What follows belongs to an exercise in optimizing a design on an open flow for small area, a short achievable clock period and few clock cycles; a production flow would make more cautious choices. The RTL was checked by simulation tests, not by an equivalence proof against the original design.

<file path="flow/run.sh">
#!/bin/bash
# synth_recipe.tcl (not shown) runs the flow's synth.tcl, then flattens the netlist and writes it again
# the make line also repeats each setting of config.mk as NAME=value (left out here)
make -C /OpenROAD-flow-scripts/flow DESIGN_CONFIG=/design/flow/config.mk WORK_HOME=/design/flow/orfs CLKGATE_MAP_FILE= SYNTH_SCRIPT=/design/flow/synth_recipe.tcl finish
</file>
<file path="flow/config.mk">
export PLATFORM = sky130hd
export DESIGN_NAME = coat_rs_dec
export DESIGN_NICKNAME = coat_rs_dec
export VERILOG_FILES = /design/flow/design.v
export SDC_FILE = /design/flow/constraint.sdc
export NUM_CORES = 4
export LEC_CHECK = 0
export CAP_MARGIN = 20
export CORE_MARGIN = 2
export CORE_UTILIZATION = 25
export PLACE_DENSITY = 0.45
export SLEW_MARGIN = 20
</file>
<file path="flow/constraint.sdc">
create_clock -name core_clock -period 9.0 [get_ports {clk}]
set_input_delay 1.8000 -clock core_clock [delete_from_list [all_inputs] [get_ports {clk}]]
set_output_delay 1.8000 -clock core_clock [all_outputs]
set_load 0.01 [all_outputs]
</file>
<file path="flow/design.v">
module coat_rs_dec (
    input  wire         clk,
    input  wire         rst,           
    input  wire         in_valid,
    output wire         in_ready,
    input  wire         in_profile,    
    input  wire [639:0] in_word,       
    output wire         out_valid,
    output reg  [1:0]   out_status,    
    output wire [639:0] out_word,
    output reg  [3:0]   out_nsym,      
    output wire         out_dev_valid,
    output reg  [3:0]   out_dev
);
    function [7:0] gf_mul;
        input [7:0] a;
        input [7:0] b;
        integer i;
        reg [7:0] p;
        reg [7:0] aa;
        begin
            p  = 8'h00;
            aa = a;
            for (i = 0; i < 8; i = i + 1) begin
                if (b[i]) p = p ^ aa;
                aa = {aa[6:0], 1'b0} ^ (aa[7] ? 8'h1d : 8'h00);
            end
            gf_mul = p;
        end
    endfunction
    function [7:0] gf_pow;
        input integer n;
        integer i, e;
        reg [7:0] p;
        begin
            e = n % 255;
            if (e < 0) e = e + 255;
            p = 8'h01;
            for (i = 0; i < 254; i = i + 1)
                if (i < e) p = {p[6:0], 1'b0} ^ (p[7] ? 8'h1d : 8'h00);
            gf_pow = p;
        end
    endfunction
    function [7:0] gf_inv;
        input [7:0] a;
        begin
            case (a)
      8'h00: gf_inv = 8'h00;
      8'h01: gf_inv = 8'h01;
      8'h02: gf_inv = 8'h8e;
      8'h03: gf_inv = 8'hf4;
      8'h04: gf_inv = 8'h47;
      8'h05: gf_inv = 8'ha7;
      8'h06: gf_inv = 8'h7a;
      8'h07: gf_inv = 8'hba;
      8'h08: gf_inv = 8'had;
      8'h09: gf_inv = 8'h9d;
      8'h0a: gf_inv = 8'hdd;
      8'h0b: gf_inv = 8'h98;
      8'h0c: gf_inv = 8'h3d;
      8'h0d: gf_inv = 8'haa;
      8'h0e: gf_inv = 8'h5d;
      8'h0f: gf_inv = 8'h96;
      8'h10: gf_inv = 8'hd8;
      8'h11: gf_inv = 8'h72;
      8'h12: gf_inv = 8'hc0;
      8'h13: gf_inv = 8'h58;
      8'h14: gf_inv = 8'he0;
      8'h15: gf_inv = 8'h3e;
      8'h16: gf_inv = 8'h4c;
      8'h17: gf_inv = 8'h66;
      8'h18: gf_inv = 8'h90;
      8'h19: gf_inv = 8'hde;
      8'h1a: gf_inv = 8'h55;
      8'h1b: gf_inv = 8'h80;
      8'h1c: gf_inv = 8'ha0;
      8'h1d: gf_inv = 8'h83;
      8'h1e: gf_inv = 8'h4b;
      8'h1f: gf_inv = 8'h2a;
      8'h20: gf_inv = 8'h6c;
      8'h21: gf_inv = 8'hed;
      8'h22: gf_inv = 8'h39;
      8'h23: gf_inv = 8'h51;
      8'h24: gf_inv = 8'h60;
      8'h25: gf_inv = 8'h56;
      8'h26: gf_inv = 8'h2c;
      8'h27: gf_inv = 8'h8a;
      8'h28: gf_inv = 8'h70;
      8'h29: gf_inv = 8'hd0;
      8'h2a: gf_inv = 8'h1f;
      8'h2b: gf_inv = 8'h4a;
      8'h2c: gf_inv = 8'h26;
      8'h2d: gf_inv = 8'h8b;
      8'h2e: gf_inv = 8'h33;
      8'h2f: gf_inv = 8'h6e;
      8'h30: gf_inv = 8'h48;
      8'h31: gf_inv = 8'h89;
      8'h32: gf_inv = 8'h6f;
      8'h33: gf_inv = 8'h2e;
      8'h34: gf_inv = 8'ha4;
      8'h35: gf_inv = 8'hc3;
      8'h36: gf_inv = 8'h40;
      8'h37: gf_inv = 8'h5e;
      8'h38: gf_inv = 8'h50;
      8'h39: gf_inv = 8'h22;
      8'h3a: gf_inv = 8'hcf;
      8'h3b: gf_inv = 8'ha9;
      8'h3c: gf_inv = 8'hab;
      8'h3d: gf_inv = 8'h0c;
      8'h3e: gf_inv = 8'h15;
      8'h3f: gf_inv = 8'he1;
      8'h40: gf_inv = 8'h36;
      8'h41: gf_inv = 8'h5f;
      8'h42: gf_inv = 8'hf8;
      8'h43: gf_inv = 8'hd5;
      8'h44: gf_inv = 8'h92;
      8'h45: gf_inv = 8'h4e;
      8'h46: gf_inv = 8'ha6;
      8'h47: gf_inv = 8'h04;
      8'h48: gf_inv = 8'h30;
      8'h49: gf_inv = 8'h88;
      8'h4a: gf_inv = 8'h2b;
      8'h4b: gf_inv = 8'h1e;
      8'h4c: gf_inv = 8'h16;
      8'h4d: gf_inv = 8'h67;
      8'h4e: gf_inv = 8'h45;
      8'h4f: gf_inv = 8'h93;
      8'h50: gf_inv = 8'h38;
      8'h51: gf_inv = 8'h23;
      8'h52: gf_inv = 8'h68;
      8'h53: gf_inv = 8'h8c;
      8'h54: gf_inv = 8'h81;
      8'h55: gf_inv = 8'h1a;
      8'h56: gf_inv = 8'h25;
      8'h57: gf_inv = 8'h61;
      8'h58: gf_inv = 8'h13;
      8'h59: gf_inv = 8'hc1;
      8'h5a: gf_inv = 8'hcb;
      8'h5b: gf_inv = 8'h63;
      8'h5c: gf_inv = 8'h97;
      8'h5d: gf_inv = 8'h0e;
      8'h5e: gf_inv = 8'h37;
      8'h5f: gf_inv = 8'h41;
      8'h60: gf_inv = 8'h24;
      8'h61: gf_inv = 8'h57;
      8'h62: gf_inv = 8'hca;
      8'h63: gf_inv = 8'h5b;
      8'h64: gf_inv = 8'hb9;
      8'h65: gf_inv = 8'hc4;
      8'h66: gf_inv = 8'h17;
      8'h67: gf_inv = 8'h4d;
      8'h68: gf_inv = 8'h52;
      8'h69: gf_inv = 8'h8d;
      8'h6a: gf_inv = 8'hef;
      8'h6b: gf_inv = 8'hb3;
      8'h6c: gf_inv = 8'h20;
      8'h6d: gf_inv = 8'hec;
      8'h6e: gf_inv = 8'h2f;
      8'h6f: gf_inv = 8'h32;
      8'h70: gf_inv = 8'h28;
      8'h71: gf_inv = 8'hd1;
      8'h72: gf_inv = 8'h11;
      8'h73: gf_inv = 8'hd9;
      8'h74: gf_inv = 8'he9;
      8'h75: gf_inv = 8'hfb;
      8'h76: gf_inv = 8'hda;
      8'h77: gf_inv = 8'h79;
      8'h78: gf_inv = 8'hdb;
      8'h79: gf_inv = 8'h77;
      8'h7a: gf_inv = 8'h06;
      8'h7b: gf_inv = 8'hbb;
      8'h7c: gf_inv = 8'h84;
      8'h7d: gf_inv = 8'hcd;
      8'h7e: gf_inv = 8'hfe;
      8'h7f: gf_inv = 8'hfc;
      8'h80: gf_inv = 8'h1b;
      8'h81: gf_inv = 8'h54;
      8'h82: gf_inv = 8'ha1;
      8'h83: gf_inv = 8'h1d;
      8'h84: gf_inv = 8'h7c;
      8'h85: gf_inv = 8'hcc;
      8'h86: gf_inv = 8'he4;
      8'h87: gf_inv = 8'hb0;
      8'h88: gf_inv = 8'h49;
      8'h89: gf_inv = 8'h31;
      8'h8a: gf_inv = 8'h27;
      8'h8b: gf_inv = 8'h2d;
      8'h8c: gf_inv = 8'h53;
      8'h8d: gf_inv = 8'h69;
      8'h8e: gf_inv = 8'h02;
      8'h8f: gf_inv = 8'hf5;
      8'h90: gf_inv = 8'h18;
      8'h91: gf_inv = 8'hdf;
      8'h92: gf_inv = 8'h44;
      8'h93: gf_inv = 8'h4f;
      8'h94: gf_inv = 8'h9b;
      8'h95: gf_inv = 8'hbc;
      8'h96: gf_inv = 8'h0f;
      8'h97: gf_inv = 8'h5c;
      8'h98: gf_inv = 8'h0b;
      8'h99: gf_inv = 8'hdc;
      8'h9a: gf_inv = 8'hbd;
      8'h9b: gf_inv = 8'h94;
      8'h9c: gf_inv = 8'hac;
      8'h9d: gf_inv = 8'h09;
      8'h9e: gf_inv = 8'hc7;
      8'h9f: gf_inv = 8'ha2;
      8'ha0: gf_inv = 8'h1c;
      8'ha1: gf_inv = 8'h82;
      8'ha2: gf_inv = 8'h9f;
      8'ha3: gf_inv = 8'hc6;
      8'ha4: gf_inv = 8'h34;
      8'ha5: gf_inv = 8'hc2;
      8'ha6: gf_inv = 8'h46;
      8'ha7: gf_inv = 8'h05;
      8'ha8: gf_inv = 8'hce;
      8'ha9: gf_inv = 8'h3b;
      8'haa: gf_inv = 8'h0d;
      8'hab: gf_inv = 8'h3c;
      8'hac: gf_inv = 8'h9c;
      8'had: gf_inv = 8'h08;
      8'hae: gf_inv = 8'hbe;
      8'haf: gf_inv = 8'hb7;
      8'hb0: gf_inv = 8'h87;
      8'hb1: gf_inv = 8'he5;
      8'hb2: gf_inv = 8'hee;
      8'hb3: gf_inv = 8'h6b;
      8'hb4: gf_inv = 8'heb;
      8'hb5: gf_inv = 8'hf2;
      8'hb6: gf_inv = 8'hbf;
      8'hb7: gf_inv = 8'haf;
      8'hb8: gf_inv = 8'hc5;
      8'hb9: gf_inv = 8'h64;
      8'hba: gf_inv = 8'h07;
      8'hbb: gf_inv = 8'h7b;
      8'hbc: gf_inv = 8'h95;
      8'hbd: gf_inv = 8'h9a;
      8'hbe: gf_inv = 8'hae;
      8'hbf: gf_inv = 8'hb6;
      8'hc0: gf_inv = 8'h12;
      8'hc1: gf_inv = 8'h59;
      8'hc2: gf_inv = 8'ha5;
      8'hc3: gf_inv = 8'h35;
      8'hc4: gf_inv = 8'h65;
      8'hc5: gf_inv = 8'hb8;
      8'hc6: gf_inv = 8'ha3;
      8'hc7: gf_inv = 8'h9e;
      8'hc8: gf_inv = 8'hd2;
      8'hc9: gf_inv = 8'hf7;
      8'hca: gf_inv = 8'h62;
      8'hcb: gf_inv = 8'h5a;
      8'hcc: gf_inv = 8'h85;
      8'hcd: gf_inv = 8'h7d;
      8'hce: gf_inv = 8'ha8;
      8'hcf: gf_inv = 8'h3a;
      8'hd0: gf_inv = 8'h29;
      8'hd1: gf_inv = 8'h71;
      8'hd2: gf_inv = 8'hc8;
      8'hd3: gf_inv = 8'hf6;
      8'hd4: gf_inv = 8'hf9;
      8'hd5: gf_inv = 8'h43;
      8'hd6: gf_inv = 8'hd7;
      8'hd7: gf_inv = 8'hd6;
      8'hd8: gf_inv = 8'h10;
      8'hd9: gf_inv = 8'h73;
      8'hda: gf_inv = 8'h76;
      8'hdb: gf_inv = 8'h78;
      8'hdc: gf_inv = 8'h99;
      8'hdd: gf_inv = 8'h0a;
      8'hde: gf_inv = 8'h19;
      8'hdf: gf_inv = 8'h91;
      8'he0: gf_inv = 8'h14;
      8'he1: gf_inv = 8'h3f;
      8'he2: gf_inv = 8'he6;
      8'he3: gf_inv = 8'hf0;
      8'he4: gf_inv = 8'h86;
      8'he5: gf_inv = 8'hb1;
      8'he6: gf_inv = 8'he2;
      8'he7: gf_inv = 8'hf1;
      8'he8: gf_inv = 8'hfa;
      8'he9: gf_inv = 8'h74;
      8'hea: gf_inv = 8'hf3;
      8'heb: gf_inv = 8'hb4;
      8'hec: gf_inv = 8'h6d;
      8'hed: gf_inv = 8'h21;
      8'hee: gf_inv = 8'hb2;
      8'hef: gf_inv = 8'h6a;
      8'hf0: gf_inv = 8'he3;
      8'hf1: gf_inv = 8'he7;
      8'hf2: gf_inv = 8'hb5;
      8'hf3: gf_inv = 8'hea;
      8'hf4: gf_inv = 8'h03;
      8'hf5: gf_inv = 8'h8f;
      8'hf6: gf_inv = 8'hd3;
      8'hf7: gf_inv = 8'hc9;
      8'hf8: gf_inv = 8'h42;
      8'hf9: gf_inv = 8'hd4;
      8'hfa: gf_inv = 8'he8;
      8'hfb: gf_inv = 8'h75;
      8'hfc: gf_inv = 8'h7f;
      8'hfd: gf_inv = 8'hff;
      8'hfe: gf_inv = 8'h7e;
      8'hff: gf_inv = 8'hfd;
            endcase
        end
    endfunction
    function [7:0] mask_syn;
        input       skim;
        input [3:0] k;
        begin
            if (!skim) begin
                case (k)
                    0: mask_syn = 8'ha4;  1: mask_syn = 8'h71;  2: mask_syn = 8'h34;  3: mask_syn = 8'h1f;
                    4: mask_syn = 8'h86;  5: mask_syn = 8'h2e;  6: mask_syn = 8'h97;  7: mask_syn = 8'h0d;
                    8: mask_syn = 8'he6;  9: mask_syn = 8'h52; 10: mask_syn = 8'hf7; 11: mask_syn = 8'h7c;
                   12: mask_syn = 8'h19; 13: mask_syn = 8'hfa; 14: mask_syn = 8'hdc; default: mask_syn = 8'h42;
                endcase
            end else begin
                case (k)
                    0: mask_syn = 8'h80;  1: mask_syn = 8'h28;  2: mask_syn = 8'h8f;  3: mask_syn = 8'hd2;
                    4: mask_syn = 8'h7c;  5: mask_syn = 8'h7c;  6: mask_syn = 8'h12;  7: mask_syn = 8'h5f;
                    default: mask_syn = 8'h00;
                endcase
            end
        end
    endfunction
    genvar gk, gi, gm, gb;
    reg  [639:0] wa;
    reg          pa;
    reg          va;
    reg          adone;
    reg  [3:0]   acnt;
    reg  [127:0] hs;
    reg  [63:0]  ach;
    always @(*) begin
        if (acnt == 4'd9)
            ach = wa[64*8 +: 64];                        
        else if (!pa)
            ach = (acnt == 4'd8) ? wa[64*9 +: 64] : wa[64*(7 - acnt[2:0]) +: 64];
        else
            ach = (acnt == 4'd0) ? wa[64*9 +: 64] : wa[64*(8 - acnt) +: 64];
    end
    wire [127:0] hs_next;
    generate
        for (gk = 0; gk < 16; gk = gk + 1) begin : g_hs
            wire [7:0] acc [0:8];
            assign acc[0] = gf_mul(hs[8*gk +: 8], gf_pow(8 * gk));
            for (gi = 0; gi < 8; gi = gi + 1) begin : g_t
                assign acc[gi + 1] = acc[gi] ^ gf_mul(ach[8*gi +: 8], gf_pow(gk * gi));
            end
            assign hs_next[8*gk +: 8] = acc[8];
        end
    endgenerate
    wire         a_last  = va && !adone && (acnt == 4'd9);
    wire         a_rdy   = va && (adone || a_last);
    wire [127:0] hs_fin  = adone ? hs : hs_next;
    wire         hs_zero = pa ? (hs_fin[63:0] == 64'd0) : (hs_fin == 128'd0);
    localparam [2:0] B_IDLE = 3'd0,
                     B_BM   = 3'd1,
                     B_CNT  = 3'd2,
                     B_DEC  = 3'd3,
                     B_COR  = 3'd4,
                     B_WR   = 3'd5,
                     B_OUT  = 3'd6;
    reg  [2:0]   bs;
    reg  [4:0]   bc;
    reg  [639:0] wb;
    reg          pb;
    reg  [127:0] sb;
    wire b_free = (bs == B_IDLE) || (bs == B_OUT);
    wire xfer   = a_rdy && b_free;
    wire load   = in_valid && in_ready;
    assign in_ready  = !va || xfer;
    assign out_valid = (bs == B_OUT);
    assign out_word  = wb;
    wire [4:0] tcap = pb ? 5'd4 : 5'd8;
    wire [3:0] sidx  = bc[3:0] + 4'd1;
    wire [7:0] s_nxt = sb[8*sidx +: 8];
    reg  [71:0] lam  [0:1];
    reg  [71:0] bpol [0:1];
    reg  [7:0]  gam  [0:1];
    reg  [4:0]  len  [0:1];
    reg  [71:0] win  [0:1];      
    reg  [63:0] om   [0:1];
    wire [7:0]  dot  [0:1];
    wire [71:0] lam_bm [0:1];
    wire        grow [0:1];
    generate
        for (gm = 0; gm < 2; gm = gm + 1) begin : g_bmu
            wire [7:0] pr [0:9];
            assign pr[0] = 8'h00;
            for (gi = 0; gi < 9; gi = gi + 1) begin : g_dot
                assign pr[gi + 1] = pr[gi] ^ gf_mul(lam[gm][8*gi +: 8], win[gm][8*gi +: 8]);
            end
            assign dot[gm] = pr[9];
            wire [71:0] xb = {bpol[gm][63:0], 8'h00};
            for (gi = 0; gi < 9; gi = gi + 1) begin : g_upd
                assign lam_bm[gm][8*gi +: 8] = gf_mul(gam[gm], lam[gm][8*gi +: 8]) ^ gf_mul(dot[gm], xb[8*gi +: 8]);
            end
            assign grow[gm] = (dot[gm] != 8'h00) && ({len[gm], 1'b0} <= {1'b0, bc});
        end
    endgenerate
    reg  [71:0] cl [0:1];
    wire [71:0] cl_step [0:1];
    wire [7:0]  lv   [0:1][0:7];
    wire [7:0]  lodd [0:7];
    wire [7:0]  root [0:1];
    generate
        for (gm = 0; gm < 2; gm = gm + 1) begin : g_cl
            for (gi = 0; gi < 9; gi = gi + 1) begin : g_st
                assign cl_step[gm][8*gi +: 8] = gf_mul(cl[gm][8*gi +: 8], gf_pow(-8 * gi));
            end
            for (gb = 0; gb < 8; gb = gb + 1) begin : g_lane
                wire [7:0] ev [0:9];
                wire [7:0] od [0:9];
                assign ev[0] = 8'h00;
                assign od[0] = 8'h00;
                for (gi = 0; gi < 9; gi = gi + 1) begin : g_t
                    wire [7:0] tm = gf_mul(cl[gm][8*gi +: 8], gf_pow(-gi * gb));
                    assign ev[gi + 1] = ev[gi] ^ tm;
                    assign od[gi + 1] = (gi % 2 == 1) ? (od[gi] ^ tm) : od[gi];
                end
                assign lv[gm][gb] = ev[9];
                assign root[gm][gb] = (ev[9] == 8'h00);
                if (gm == 1) begin : g_odd
                    assign lodd[gb] = od[9];
                end
            end
        end
    endgenerate
    function [3:0] pop8;
        input [7:0] v;
        integer i;
        begin
            pop8 = 4'd0;
            for (i = 0; i < 8; i = i + 1) pop8 = pop8 + {3'd0, v[i]};
        end
    endfunction
    reg  [3:0] cnt [0:1];
    reg        wsel;               
    reg        dvf, mism, seen;
    reg        cw_v;
    reg  [3:0] cw_c;
    reg  [7:0] cw_root;
    reg  [63:0] cw_om;
    reg  [63:0] cw_od;
    wire [63:0] cw_e;
    generate
        for (gb = 0; gb < 8; gb = gb + 1) begin : g_fy
            assign cw_e[8*gb +: 8] = gf_mul(cw_om[8*gb +: 8], gf_inv(cw_od[8*gb +: 8]));
        end
    endgenerate
    function [3:0] cyc_dev;
        input       skim;
        input [3:0] c;
        begin
            if (!skim) cyc_dev = (c < 4'd2) ? (4'd8 + c) : (c - 4'd2);
            else       cyc_dev = (c == 4'd0) ? 4'd8 : ((c == 4'd9) ? 4'd9 : (c - 4'd1));
        end
    endfunction
    function [3:0] byte_cyc;
        input       skim;
        input integer b;
        begin
            if (!skim) byte_cyc = (b < 64) ? (b / 8 + 2) : ((b - 64) / 8);
            else       byte_cyc = (b < 64) ? (b / 8 + 1) : ((b < 72) ? 0 : 9);
        end
    endfunction
    generate
        for (gb = 0; gb < 80; gb = gb + 1) begin : g_wb
            localparam [3:0] CR = byte_cyc(1'b0, gb);
            localparam [3:0] CS = byte_cyc(1'b1, gb);
            wire hit = cw_v && cw_root[gb % 8] && (cw_c == (pb ? CS : CR));
            always @(posedge clk) begin
                if (xfer)
                    wb[8*gb +: 8] <= wa[8*gb +: 8];
                else if (hit)
                    wb[8*gb +: 8] <= wb[8*gb +: 8] ^ cw_e[8*(gb % 8) +: 8];
            end
        end
    endgenerate
    wire [4:0] bm_last = pb ? 5'd7 : 5'd15;
    wire       okp = (len[0] <= tcap) && ({1'b0, cnt[0]} == len[0]);
    wire       okn = (len[1] <= tcap) && ({1'b0, cnt[1]} == len[1]);
    integer d;
    always @(posedge clk) begin
        if (rst) begin
            va <= 1'b0;
        end else if (load) begin
            wa    <= in_word;
            pa    <= in_profile;
            va    <= 1'b1;
            adone <= 1'b0;
            acnt  <= 4'd0;
            hs    <= 128'd0;
        end else begin
            if (xfer) va <= 1'b0;
            if (va && !adone) begin
                hs   <= hs_next;
                acnt <= acnt + 4'd1;
                if (acnt == 4'd9) adone <= 1'b1;
            end
        end
        cw_v <= 1'b0;
        if (rst) begin
            bs <= B_IDLE;
        end else begin
            case (bs)
                B_IDLE, B_OUT: begin
                    bs <= B_IDLE;
                    if (xfer) begin
                        pb <= pa;
                        sb <= hs_fin;
                        bc <= 5'd0;
                        dvf  <= 1'b0;
                        mism <= 1'b0;
                        seen <= 1'b0;
                        for (d = 0; d < 2; d = d + 1) begin
                            lam[d]  <= 72'h01;
                            bpol[d] <= 72'h01;
                            gam[d]  <= 8'h01;
                            len[d]  <= 5'd0;
                            win[d]  <= {64'd0, hs_fin[7:0] ^ ((d == 0) ? mask_syn(pa, 4'd0) : 8'h00)};
                            cnt[d]  <= 4'd0;
                        end
                        if (hs_zero) begin
                            out_status <= 2'd0;
                            out_nsym   <= 4'd0;
                            bs         <= B_OUT;
                        end else begin
                            bs <= B_BM;
                        end
                    end
                end
                B_BM: begin
                    for (d = 0; d < 2; d = d + 1) begin
                        lam[d] <= lam_bm[d];
                        if (grow[d]) begin
                            bpol[d] <= lam[d];
                            len[d]  <= bc + 5'd1 - len[d];
                            gam[d]  <= dot[d];
                        end else begin
                            bpol[d] <= {bpol[d][63:0], 8'h00};
                        end
                        win[d] <= {win[d][63:0], s_nxt ^ ((d == 0) ? mask_syn(pb, sidx) : 8'h00)};
                    end
                    if (bc == bm_last) begin
                        bc <= 5'd0;
                        bs <= B_CNT;
                        for (d = 0; d < 2; d = d + 1) begin
                            cl[d]  <= lam_bm[d];
                            win[d] <= {64'd0, sb[7:0] ^ ((d == 0) ? mask_syn(pb, 4'd0) : 8'h00)};
                        end
                    end else begin
                        bc <= bc + 5'd1;
                    end
                end
                B_CNT: begin
                    for (d = 0; d < 2; d = d + 1) begin
                        cl[d]  <= cl_step[d];
                        cnt[d] <= cnt[d] + pop8(root[d]);
                        if (bc < 5'd8) begin
                            om[d]  <= {dot[d], om[d][63:8]};
                            win[d] <= {win[d][63:0], s_nxt ^ ((d == 0) ? mask_syn(pb, sidx) : 8'h00)};
                        end
                    end
                    if (bc == 5'd9) begin
                        bc <= 5'd0;
                        bs <= B_DEC;
                    end else begin
                        bc <= bc + 5'd1;
                    end
                end
                B_DEC: begin
                    if (okp) begin
                        out_status <= 2'd2;
                        out_nsym   <= cnt[0];
                        wsel       <= 1'b0;
                        cl[1]      <= lam[0];
                        cl[0]      <= {8'h00, om[0]};
                        bs         <= (len[0] == 5'd0) ? B_OUT : B_COR;
                    end else if (okn) begin
                        out_status <= 2'd1;
                        out_nsym   <= cnt[1];
                        wsel       <= 1'b1;
                        dvf        <= !pb && (cnt[1] >= 4'd3);
                        cl[1]      <= lam[1];
                        cl[0]      <= {8'h00, om[1]};
                        bs         <= B_COR;
                    end else begin
                        out_status <= 2'd3;
                        out_nsym   <= 4'd0;
                        bs         <= B_OUT;
                    end
                end
                B_COR: begin
                    for (d = 0; d < 2; d = d + 1)
                        cl[d] <= cl_step[d];
                    cw_v    <= 1'b1;
                    cw_c    <= bc[3:0];
                    for (d = 0; d < 8; d = d + 1) begin
                        cw_root[d]       <= root[1][d];
                        cw_om[8*d +: 8]  <= lv[0][d];
                        cw_od[8*d +: 8]  <= lodd[d];
                    end
                    if (bc == 5'd9) begin
                        bc <= 5'd0;
                        bs <= B_WR;
                    end else begin
                        bc <= bc + 5'd1;
                    end
                end
                B_WR: bs <= B_OUT;
                default: bs <= B_IDLE;
            endcase
            if (cw_v && (cw_root != 8'd0)) begin
                if (!seen) begin
                    seen    <= 1'b1;
                    out_dev <= cyc_dev(pb, cw_c);
                end else if (out_dev != cyc_dev(pb, cw_c)) begin
                    mism <= 1'b1;
                end
            end
        end
    end
    assign out_dev_valid = dvf && !mism;
endmodule
</file>
==> flow_summary.json <==
{
  "outcome": "complete, but fails checks",
  "failed_checks": "negative setup slack",
  "crit_required_ns": 9.74,
  "cap_violations": 0,
  "min_period_ns": 9.069,
  "grt_pass1_wl_um": 2094000,
  "tightest_slew_ns": 1.387,
  "holdBufCountCts": 0,
  "final_cells": 40590,
  "nFillCells": 99560,
  "syn_area_um2": 236700,
  "critPathMaxFanout": 57,
  "skew_ns": 0.1494,
  "num_vias": 221500,
  "relSlewSlack_pct": 7.239,
  "multi_input_area_um2": 155400,
  "cp_common_cell": "buf_4",
  "slowest_delay_ns": 0.67,
  "synthArstFlopShare_pct": 0,
  "ys_ff_latch": 2492,
  "synth_top_area_share_pct": 30.74,
  "worstSetupPathType": "reg -> reg",
  "synth-edff-count": 2423,
  "cp_slowest_cell": "o41ai_4",
  "setup_viol": 6,
  "period_share_pct": 100.8,
  "numCtsBuffers": 347,
  "grt_antenna_before_repair": 198,
  "critical_path_buf_inv_count": 6,
  "grt_pass1_vias": 204400,
  "portBuffers": 1296,
  "drc_errors": 0,
  "grt_max_degree": 196,
  "yosys.area.top_type": "edfxtp_1",
  "syn_to_final_growth_pct": 19.20,
  "min_path_type": "reg -> reg",
  "core_area_um2": 944300,
  "crit_chain": "buf_4, buf_12, ha_4, and3b_2, buf_12, a211oi_1, a2bb2oi_1, a211oi_4, xnor2_2, buf_4, xor2_1, xnor2_1, xnor2_1, xnor3_1, xnor2_1, xor2_1, o21ai_0, nor4_1, nand4_1, o41ai_4, buf_4, nand3_1, a21boi_1, buf_4",
  "ant_nets": 0,
  "routed_wl_um": 1628000,
  "die_x_um": 977.0,
  "clockRootBuffer": "clkbuf_16",
  "ys_top_cells_by_area": "edfxtp_1, xnor2_1, nand2_1",
  "synthCells": 26710,
  "rsz0062_at_grt": "no",
  "end_kind": "flip-flop",
  "cts_tree": "done",
  "avgSynthCellArea_um2": 8.861,
  "cts-htree-levels": 5,
  "track_usage_pct": 32.52,
  "slew_viol_final": 0,
  "whs_ns": 0.4085,
  "place.detailed.hpwl_um": 1279000,
  "routedWlPerCell_um": 40.11,
  "routed_via_density": 5.457,
  "overflow": 0,
  "hold_viol": 0,
  "fp.dieH_um": 977.0,
  "syn_nets": 27510,
  "insertion_delay_ns": 1.13,
  "arrival_ns": 9.81,
  "cts.path.max_buffers": 5,
  "r2r_slack_ns": -0.07,
  "synth_ff_type": "edfxtp_1",
  "dpl.cell_count": 39800,
  "firstDrtPassIters": 7,
  "clock-sinks": 2492,
  "nets": 28400,
  "first_iter_violations": 31930,
  "fp.dieArea_um2": 954400,
  "synth.distinct_cells": 119,
  "clkTransAtPathRegs_ns": 0.07,
  "initial_core_util_pct": 25.06,
  "fin_ws_ns": -0.06902,
  "crit_family": "XOR/XNOR gates",
  "num_rows": 357,
  "yosys_warnings": 9,
  "ys_seq_area_share_pct": 31.33,
  "seqCellArea_um2": 74140,
  "place_congestion": 1.030,
  "ios": 1297,
  "start_kind": "flip-flop",
  "fmax_ghz": 0.1103
}
==> cell families after synthesis <==
kind of cell / after synthesis / synth area share [%]
muxes: 870 / 4.534
AOI/OAI and AO/OA: 4847 / 12.74
xor gates and xnor gates: 8637 / 33.81
and+or+nand+nor: 7234 / 12.52
adders and majority gates: 162 / 0.8945
DFF: 2492 / 31.33
buffers and inverters: 2466 / 4.171
==> stage by stage <==
step	setup TNS [ns]	worst slack [ns]	utilization, %	cell area, um^2
2_1_floorplan	-2170.99	-3.294	-	236700
3_3_place_gp	-9.288	-1.176	28.64	270500
3_5_place_dp	-2.018	-0.3294	28.67	270700
4_1_cts	0	0.004529	29.81	281500
5_1_grt	0	0.003585	29.85	281900
6_report	-0.3845	-0.06902	29.87	282100
==> final cells by class <==
cell class,instances,share of cell area [%]
Sequential cell,2492,26.28
Clock buffer,408,3.193
Clock inverter,188,0.5917
Multi-Input combinational cell,21750,55.08
Inverter,198,0.2706
Antenna cell,179,0.1588
Tap cell,12570,5.573
Timing Repair Buffer,2805,8.848
==> repair_timing <==
action	in CTS	in global routing
gates resized for setup	8	10
buffers inserted	3	0
setup endpoints to repair	8	6
pin swaps	0	2
==> per-layer routing <==
| metal | vias to the layer above | part of all wire (%) | track usage (%) | wire, um |
|---|---|---|---|---|
| met5 | - | 0.045 | 0 | 731 |
| met4 | 108 | 8.0 | 20.93 | 129600 |
| met3 | 2902 | 8.1 | 6.052 | 131900 |
| met2 | 13470 | 45 | 52.10 | 735700 |
| met1 | 112300 | 39 | 40.15 | 630100 |
| li1 | 92700 | - | - | - |
==> cell usage after synthesis (115+ instances only) <==
cell type and count:
nand3_1 276, nor3_1 202, clkbuf_1 1834, xor2_1 1756, and2_1 254, o211ai_1 279, o22ai_1 126, a211oi_1 213
a21oi_1 1625, inv_1 182, edfxtp_1 2423, xnor2_1 6551, buf_2 118, a31oi_1 143, nor2_1 1884, o221ai_1 187
o21ai_0 1203, o311ai_0 115, mux2i_1 623, mux4_2 152, ha_1 150, a22oi_1 305, nand2_1 4220, buf_1 241
xnor3_1 238
==> path summary, 6_finish.rpt <==
check / startpoint / to / depth (start not counted)
setup / recovery: acnt[0] / out_nsym[2] / 24
setup reg to reg: acnt[0] / out_nsym[2] / 24
hold reg to reg: om[0][12] / om[0][4] / 0
hold / removal: om[0][12] / om[0][4] / 0
Testbench counts, summed over its fixed seeds: cycles 20,640.
